Source: an optimization exercise on an open RTL-to-GDS flow (aim: small area). Production flows keep margins and buffers that such runs may drop. The RTL of this run was laid out without a check of its function. Power is estimated from default activity; no workload was simulated.

==> flow/design.v <==
module cicb_dc (
    input  wire               clk,
    input  wire               rst,             
    input  wire [11:0]        cfg_rb_m1,       
    input  wire [5:0]         cfg_s,           
    input  wire [17:0]        cfg_k,           
    input  wire               cfg_dc_en,
    input  wire [4:0]         cfg_dc_k,        
    input  wire               cfg_freeze_ovr,
    input  wire [31:0]        cfg_dc_init,     
    input  wire               in_valid,
    input  wire signed [23:0] in_data,
    input  wire               in_freeze,
    output wire               out_valid,
    output wire signed [23:0] out_data,
    output wire               out_ovr
);
    wire        dec_valid;
    wire        dec_freeze;
    wire [63:0] dec_a;
    cicb_core u_core (
        .clk        (clk),
        .rst        (rst),
        .rb_m1      (cfg_rb_m1),
        .in_valid   (in_valid),
        .in_data    (in_data),
        .in_freeze  (in_freeze),
        .a_valid    (dec_valid),
        .a_data     (dec_a),
        .a_freeze   (dec_freeze)
    );
    wire               g_valid;
    wire signed [23:0] g_data;
    wire               g_sat;
    wire               g_freeze;
    cic_gain u_gain (
        .clk        (clk),
        .rst        (rst),
        .s          (cfg_s),
        .k          (cfg_k),
        .a_valid    (dec_valid),
        .a_data     (dec_a),
        .a_freeze   (dec_freeze),
        .y_valid    (g_valid),
        .y_data     (g_data),
        .y_sat      (g_sat),
        .y_freeze   (g_freeze)
    );
    dc_block u_dc (
        .clk        (clk),
        .rst        (rst),
        .en         (cfg_dc_en),
        .dc_k       (cfg_dc_k),
        .freeze_ovr (cfg_freeze_ovr),
        .dc_init    (cfg_dc_init),
        .rb_m1      (cfg_rb_m1),
        .x_valid    (g_valid),
        .x_data     (g_data),
        .x_sat      (g_sat),
        .x_freeze   (g_freeze),
        .y_valid    (out_valid),
        .y_data     (out_data),
        .y_ovr      (out_ovr)
    );
endmodule
module cicb_core (
    input  wire               clk,
    input  wire               rst,
    input  wire [11:0]        rb_m1,
    input  wire               in_valid,
    input  wire signed [23:0] in_data,
    input  wire               in_freeze,
    output reg                a_valid,
    output reg  [63:0]        a_data,
    output reg                a_freeze
);
    reg  [63:0] integ1, integ2, integ3;
    reg  [11:0] phase;
    wire [63:0] x_ext   = {{40{in_data[23]}}, in_data};
    wire [63:0] integ1n = integ1 + x_ext;
    wire [63:0] integ2n = integ2 + integ1n;
    wire [63:0] integ3n = integ3 + integ2n;
    wire        last    = (phase == rb_m1);
    reg         d_valid;
    reg  [63:0] d_data;
    reg         d_freeze;
    always @(posedge clk) begin
        if (rst) begin
            integ1  <= 64'd0;
            integ2  <= 64'd0;
            integ3  <= 64'd0;
            phase   <= 12'd0;
            d_valid <= 1'b0;
        end else begin
            d_valid <= 1'b0;
            if (in_valid) begin
                integ1 <= integ1n;
                integ2 <= integ2n;
                integ3 <= integ3n;
                if (last) begin
                    phase    <= 12'd0;
                    d_valid  <= 1'b1;
                    d_data   <= integ3n;
                    d_freeze <= in_freeze;
                end else begin
                    phase <= phase + 12'd1;
                end
            end
        end
    end
    reg  [63:0] comb1_z, comb2_z, comb3_z;
    wire [63:0] comb1 = d_data - comb1_z;
    wire [63:0] comb2 = comb1  - comb2_z;
    wire [63:0] comb3 = comb2  - comb3_z;
    always @(posedge clk) begin
        if (rst) begin
            comb1_z <= 64'd0;
            comb2_z <= 64'd0;
            comb3_z <= 64'd0;
            a_valid <= 1'b0;
        end else begin
            a_valid <= d_valid;
            if (d_valid) begin
                comb1_z  <= d_data;
                comb2_z  <= comb1;
                comb3_z  <= comb2;
                a_data   <= comb3;
                a_freeze <= d_freeze;
            end
        end
    end
endmodule
module cic_gain (
    input  wire               clk,
    input  wire               rst,
    input  wire [5:0]         s,
    input  wire [17:0]        k,
    input  wire               a_valid,
    input  wire [63:0]        a_data,
    input  wire               a_freeze,
    output reg                y_valid,
    output reg  signed [23:0] y_data,
    output reg                y_sat,
    output reg                y_freeze
);
    wire signed [81:0] prod = $signed(a_data) * $signed({1'b0, k});
    reg                p_valid;
    reg  signed [81:0] p_data;
    reg                p_freeze;
    always @(posedge clk) begin
        if (rst) begin
            p_valid <= 1'b0;
        end else begin
            p_valid <= a_valid;
            if (a_valid) begin
                p_data   <= prod;
                p_freeze <= a_freeze;
            end
        end
    end
    wire [6:0]  sh   = {1'b0, s} + 7'd17;
    wire        neg  = p_data[81];
    wire [81:0] mag  = neg ? -p_data : p_data;
    wire [81:0] half = 82'd1 << (sh - 7'd1);
    wire [81:0] rmag = (mag + half) >> sh;
    reg signed [23:0] y_next;
    reg               sat_next;
    always @(*) begin
        sat_next = 1'b0;
        if (!neg) begin
            if (rmag > 82'h7F_FFFF) begin
                y_next   = 24'sh7F_FFFF;
                sat_next = 1'b1;
            end else begin
                y_next = rmag[23:0];
            end
        end else begin
            if (rmag > 82'h80_0000) begin
                y_next   = -24'sh80_0000;
                sat_next = 1'b1;
            end else begin
                y_next = -rmag[23:0];
            end
        end
    end
    always @(posedge clk) begin
        if (rst) begin
            y_valid <= 1'b0;
        end else begin
            y_valid <= p_valid;
            if (p_valid) begin
                y_data   <= y_next;
                y_sat    <= sat_next;
                y_freeze <= p_freeze;
            end
        end
    end
endmodule
module dc_block (
    input  wire               clk,
    input  wire               rst,
    input  wire               en,
    input  wire [4:0]         dc_k,
    input  wire               freeze_ovr,
    input  wire [31:0]        dc_init,
    input  wire [11:0]        rb_m1,
    input  wire               x_valid,
    input  wire signed [23:0] x_data,
    input  wire               x_sat,
    input  wire               x_freeze,
    output reg                y_valid,
    output reg  signed [23:0] y_data,
    output reg                y_ovr
);
    reg  signed [57:0] d;
    reg  [1:0]         n_out;      
    wire signed [57:0] init_ext = {{26{dc_init[31]}}, dc_init};
    wire signed [57:0] d_init   = (dc_k >= 5'd8) ? (init_ext <<< (dc_k - 5'd8))
                                                 : (init_ext >>> (5'd8 - dc_k));
    wire signed [57:0] x_ext = {{34{x_data[23]}}, x_data};
    wire signed [57:0] diff  = (x_ext <<< dc_k) - d;
    wire        neg  = diff[57];
    wire [57:0] mag  = neg ? -diff : diff;
    wire [57:0] half = 58'd1 << (dc_k - 5'd1);
    wire [57:0] rmag = (mag + half) >> dc_k;
    wire signed [57:0] step = diff >>> dc_k;
    reg signed [23:0] dc_y;
    reg               dc_sat;
    always @(*) begin
        dc_sat = 1'b0;
        if (!neg) begin
            if (rmag > 58'h7F_FFFF) begin
                dc_y   = 24'sh7F_FFFF;
                dc_sat = 1'b1;
            end else begin
                dc_y = rmag[23:0];
            end
        end else begin
            if (rmag > 58'h80_0000) begin
                dc_y   = -24'sh80_0000;
                dc_sat = 1'b1;
            end else begin
                dc_y = -rmag[23:0];
            end
        end
    end
    wire warm   = (n_out == 2'd0 && rb_m1 != 12'd0) ||
                  (n_out == 2'd1 && rb_m1 > 12'd1);
    wire skip   = x_freeze || (freeze_ovr && x_sat) || warm;
    always @(posedge clk) begin
        if (rst) begin
            d       <= d_init;
            n_out   <= 2'd0;
            y_valid <= 1'b0;
        end else begin
            y_valid <= x_valid;
            if (x_valid) begin
                if (n_out != 2'd3)
                    n_out <= n_out + 2'd1;
                if (en) begin
                    y_data <= dc_y;
                    y_ovr  <= x_sat | dc_sat;
                    if (!skip)
                        d <= d + step;
                end else begin
                    y_data <= x_data;
                    y_ovr  <= x_sat;
                end
            end
        end
    end
endmodule
==> flow/run.sh <==
#!/bin/bash
# synth_recipe.tcl (not shown) runs the flow's synth.tcl, then flattens the netlist and writes it again
# the make line also repeats each setting of config.mk as NAME=value (left out here)
make -C /OpenROAD-flow-scripts/flow DESIGN_CONFIG=/design/flow/config.mk WORK_HOME=/design/flow/orfs CLKGATE_MAP_FILE= SYNTH_SCRIPT=/design/flow/synth_recipe.tcl finish
==> flow/config.mk <==
export PLATFORM = sky130hd
export DESIGN_NAME = cicb_dc
export DESIGN_NICKNAME = cicb_dc
export VERILOG_FILES = /design/flow/design.v
export SDC_FILE = /design/flow/constraint.sdc
export NUM_CORES = 4
export LEC_CHECK = 0
export CAP_MARGIN = 20
export CORE_MARGIN = 2
export CORE_UTILIZATION = 40
export SLEW_MARGIN = 20
==> flow/constraint.sdc <==
create_clock -name core_clock -period 14.0 [get_ports {clk}]
set_input_delay 2.8000 -clock core_clock [delete_from_list [all_inputs] [get_ports {clk}]]
set_output_delay 2.8000 -clock core_clock [all_outputs]
set_load 0.01 [all_outputs]
==> run notes <==
## worst max-delay path, delay by kind of cell
kind,cells,cell delay [ns]
buffers and inverters,5,1.13
adder cells (fa/ha/maj),2,0.71
AND/OR/NAND/NOR,13,3.22
XOR/XNOR,1,0.16
AO/OA/AOI/OAI,21,4.56
multiplexers,4,1.39
## metrics by stage
step                worst slack [ns]  setup TNS (ns)  power, mW
floorplan                   0.002191               0      18.92
global placement             -0.1543          -1.503      24.65
detailed placement           -0.1762          -1.710      24.69
CTS                           0.5222               0      27.25
global route                 0.01522               0      30.02
finish                        0.5072               0      27.43
## cell usage after synthesis (36+ instances only)
library cell     n  share of area
a2111oi_0       40         0.0030
a211oi_1       149         0.0096
a21boi_0        36         0.0023
a21o_1         349          0.022
a21oi_1        822          0.035
a31oi_1        119         0.0064
and2_1         489          0.026
and3_1          94         0.0050
buf_1          105         0.0034
clkbuf_1       656          0.021
dfxtp_1        403          0.069
edfxtp_1       322          0.083
fa_1          1073           0.18
ha_1           811          0.087
inv_1         1521          0.049
mux2_2          87         0.0084
mux2i_1        636          0.054
mux4_2          74          0.014
nand2_1       1661          0.053
nand2b_1       122         0.0065
nand3_1        247          0.011
nand4_1        122         0.0065
nor2_1        1285          0.041
nor2b_1        118         0.0063
nor3_1         215         0.0092
nor4_1          76         0.0041
o211ai_1       112         0.0072
o21a_1         142         0.0091
o21ai_0        653          0.028
o21bai_1       105         0.0067
o22ai_1         52         0.0028
o31ai_1         88         0.0056
or2_2           52         0.0028
or3_1           89         0.0048
xnor2_1        546          0.041
xor2_1         241          0.018
## area by class of cell
type                       count  share of cell area
timing repair buffer         493             0.03120
antenna                       11           0.0002183
inverter                    1526             0.04550
multi-input combinational  11390              0.7198
sequential                   725              0.1407
clock buffer                 124             0.02032
clock inverter                38            0.003641
tap                         3900             0.03869
## placed cells by master, fill, tap and decap left out, types with 89 or more instances in the layout
cell type and n:
a211oi_1 148, a21o_1 349, a21oi_1 819, a31oi_1 118, and2_1 489, and3_1 94
buf_4 370, clkbuf_16 92, clkdlybuf4s50_1 97, dfxtp_1 402, edfxtp_1 322, fa_1 1073
ha_1 811, inv_1 1517, mux2i_1 636, nand2_1 1659, nand2b_1 122, nand3_1 247
nand4_1 122, nor2_1 1281, nor2b_1 114, nor3_1 214, o211ai_1 112, o21a_1 142
o21ai_0 644, o21bai_1 105, or3_1 89, xnor2_1 541, xor2_1 240
## cells by family after synthesis
family | Yosys count
AND/OR/NAND/NOR | 4723
AO/OA/AOI/OAI | 3196
buffers and inverters | 2309
adder cells (fa/ha/maj) | 1884
multiplexers | 798
XOR/XNOR | 789
flip-flops | 725
## timing repair
item | in CTS | in global routing
resized for setup | 0 | 6
setup buffers | 0 | 1
endpoints found under the setup margin | 0 | 20
## state kept, by name (all words and copies together), names as in the netlist, 2 cells and up
register and count:
u_core.a_data 64, u_core.phase 12, u_dc.d 58, u_core.integ1 64, u_gain.y_data 24, u_core.integ3 64
u_gain.p_data 82, u_dc.y_data 24, u_core.comb3_z 64, u_core.integ2 64, u_core.d_data 64, u_core.comb2_z 64
u_core.comb1_z 64, u_dc.n_out 2
## where the power goes
part	internal, mW	leakage, nW	switching (mW)
Clock	1.40	1.47	0.988
Sequential	3.19	6.23	0.174
Combinational	8.67	47.1	13.0
## per-layer routing
| metal | GRT usage | vias up | wire [um] |
|---|---|---|---|
| met5 | 0 | - | 7 |
| met4 | 0.07625 | 2 | 11380 |
| li1 | - | 49120 | - |
| met3 | 0.04069 | 581 | 27930 |
| met2 | 0.3858 | 3501 | 164300 |
| met1 | 0.3369 | 49670 | 163300 |
## how the worst min path moves through the flow
stage	startpoint	end	slack, ns	cells after the start
floorplan	u_core.d_freeze$_DFFE_PP_	u_core.a_freeze$_DFFE_PP_	0.40	0
global placement	u_gain.p_freeze$_DFFE_PP_	u_gain.y_freeze$_DFFE_PP_	0.40	0
detailed placement	u_gain.p_freeze$_DFFE_PP_	u_gain.y_freeze$_DFFE_PP_	0.41	0
CTS	u_core.a_freeze$_DFFE_PP_	u_gain.p_freeze$_DFFE_PP_	0.42	0
global route	u_gain.p_freeze$_DFFE_PP_	u_gain.y_freeze$_DFFE_PP_	0.43	0
finish	u_core.a_freeze$_DFFE_PP_	u_gain.p_freeze$_DFFE_PP_	0.42	0
==> impl_summary.txt <==
----------------------------------------------------
[Timing]
  Minimum period implied by the final worst setup slack ... 13.49 ns
  Normalized max-slew margin ... 0.2795
  Worst hold margin ... 0.4210 ns
  Max-slew violation count ... 0
  Largest clock skew in the final design ... 0.05089 ns
  Tightest Pin Transition ... 1.053 ns
  Max Freq ... 74.11 MHz
  Final setup violation count ... 0
  Final clock period utilization by the worst path ... 0.9638
  Final hold vios ... 0
  Unrepaired setup endpoints after global routing ... false

[Logic synthesis]
  Number of flops mapped to enable cells by yosys ... 322
  Leading register cell type out of synthesis ... dfxtp_1
  Syn_nets ... 16.41k
  Adder-cell share of the synthesized area ... 0.2703
  Multiplexer area fraction after synthesis ... 0.07715
  Fraction of synthesis flops using an asynchronous set or reset pin ... 0
  Fraction of the mapped netlist area in simple logic gates ... 0.1877
  Synthesized flop and latch total ... 725
  Cell count after synthesis ... 14.42k
  Fraction of synthesized cell area in xor and xnor cells ... 0.05919
  Per-instance average area after synthesis ... 8.112 um2
  Largest family of logic cells by synthesized area ... adder cells
  Synth cell types ... 117
  Post-synthesis compound-gate area fraction ... 0.1795
  Cell area after synthesis ... 117,000 um2
  Warnings, synthesis ... 3
  Proportion of synthesized chip area in sequential cells ... 0.1516

[Clock tree]
  H-tree depth ... 3
  Clk sink count ... 725
  Total of hold buffers inserted after clock tree synthesis ... 0
  Clock transition at path regs ... 0.06 ns
  Number of buffers on the longest clock path ... 3
  Clk root buf ... clkbuf_16
  Number of buffers created by CTS ... 88
  CTS tree ... built
  Clock latency of the later-clocked register in the worst-skew pair ... 0.70 ns

[Floorplanning]
  Number of I/O pins ... 129
  Site row count ... 198
  Die Span X ... 544.9 um
  Height of the chip ... 544.9 um
  Floorplan die area ... 296,900 um2
  Starting Density ... 0.4020
  Core box area ... 291,100 um2

[Job]
  Number of maximum-capacitance constraint violations ... 0

[Global routing]
  Total routing usage reported by global routing ... 0.2434
  Via count of the first global-routing pass ... 99.80k
  Wire length of the first global-routing pass ... 577,000 um
  Antenna violations before repair ... 17
  Congestion Overflow GR ... 0
  Maximum number of pins on one net before global-route repair ... 104

[Detailed routing]
  DRC viols ... 0
  Post-DR vias/cell ... 5.650
  Initial DRC Count ... 8,804
  First-pass DRT Iterations ... 6
  Count of antenna-violating nets left after detailed routing ... 0
  Total via count in the routed design ... 102.9k
  Detail-routed net length per standard cell ... 20.15 um
  Routed WL ... 366,900 um

[Cells and area]
  Layout cells sized above 1 ... 0.06212
  Register Area ... 17,740 um2
  Number of nets in the layout ... 16.21k
  Area grow syn2layout ... 7.789%
  Post-route cell area ... 126,100 um2
  Multi-input gate area ... 90,780 um2
  Final std cells w/o fill ... 18.21k
  Filler instances ... 29.44k
  Post-layout util ... 0.4333

[Power]
  Leak ... 54.83 nW
  Worst supply voltage drop on vdd ... 0.2927 mV
  Power density over the cells ... 217.5 nW/um2

[Worst setup path]
  Highest fanout seen on the critical path ... 37
  Worst r2r dst ... u_dc.y_data[2]$_DFFE_PP_
  Critical path start-end classification ... in -> reg
  Endpoint of the worst setup timing path ... u_dc.y_data[2]$_DFFE_PP_
  Setup slack, reg-to-reg ... 2.38 ns
  Library cell contributing the largest single delay on the critical path ... mux4_2
  Data arrival time at the worst-slack endpoint ... 14.02 ns
  Data required time at the worst endpoint ... 14.53 ns
  Worst path max stage delay ... 0.56 ns
  Sort of element at the end of the critical path ... flop
  Launch point of the worst reg-to-reg path ... u_gain.y_data[20]$_DFFE_PP_
  Worst setup path start ... cfg_dc_k[0]
  Nature of the critical path startpoint ... input pin
  Depth of the most critical reg-to-reg path ... 44

[Placement]
  Detailed placer's ending HPWL ... 287,600 um
  Final Wtd Congestion ... 1.005
  DP Area ... 123,000 um2
  Number of buffer cells added on primary ports ... 128
  Placed insts ... 18.03k

[Status]
  Status ... complete, no violations

[Min path]
  Type of the most critical hold path ... reg -> reg

----------------------------------------------------

separate check: timing with driven ports:
No port has a modelled driver above. Below, the same layout with a new extraction and two added sets of constraints.
Step 1 assumes that a clkbuf_16 drives the clock port and a buf_2 every other input.
Step 2 times the ports against the registers' clock, not the clock port: input delays grow and output delays shrink by t, the midpoint of the rising clock arrivals with the driver on.
Three values: ideal ports, drivers, drivers and shift; two values: the first two.
t (ns): 0.784
slack for setup (ns): 0.507 / 0.564 / -0.220
latest minus earliest clock arrival (ns): 0.074 / 0.074
slew at the worst register clock pin (ns): 0.07 / 0.07
worst slew at a driven data input, ns: 0.28
Met with ideal ports but missed after step 2: setup timing in this run. For this run, drivers alone change the setup slack by +0.057 ns; drivers and shift together by -0.727 ns.
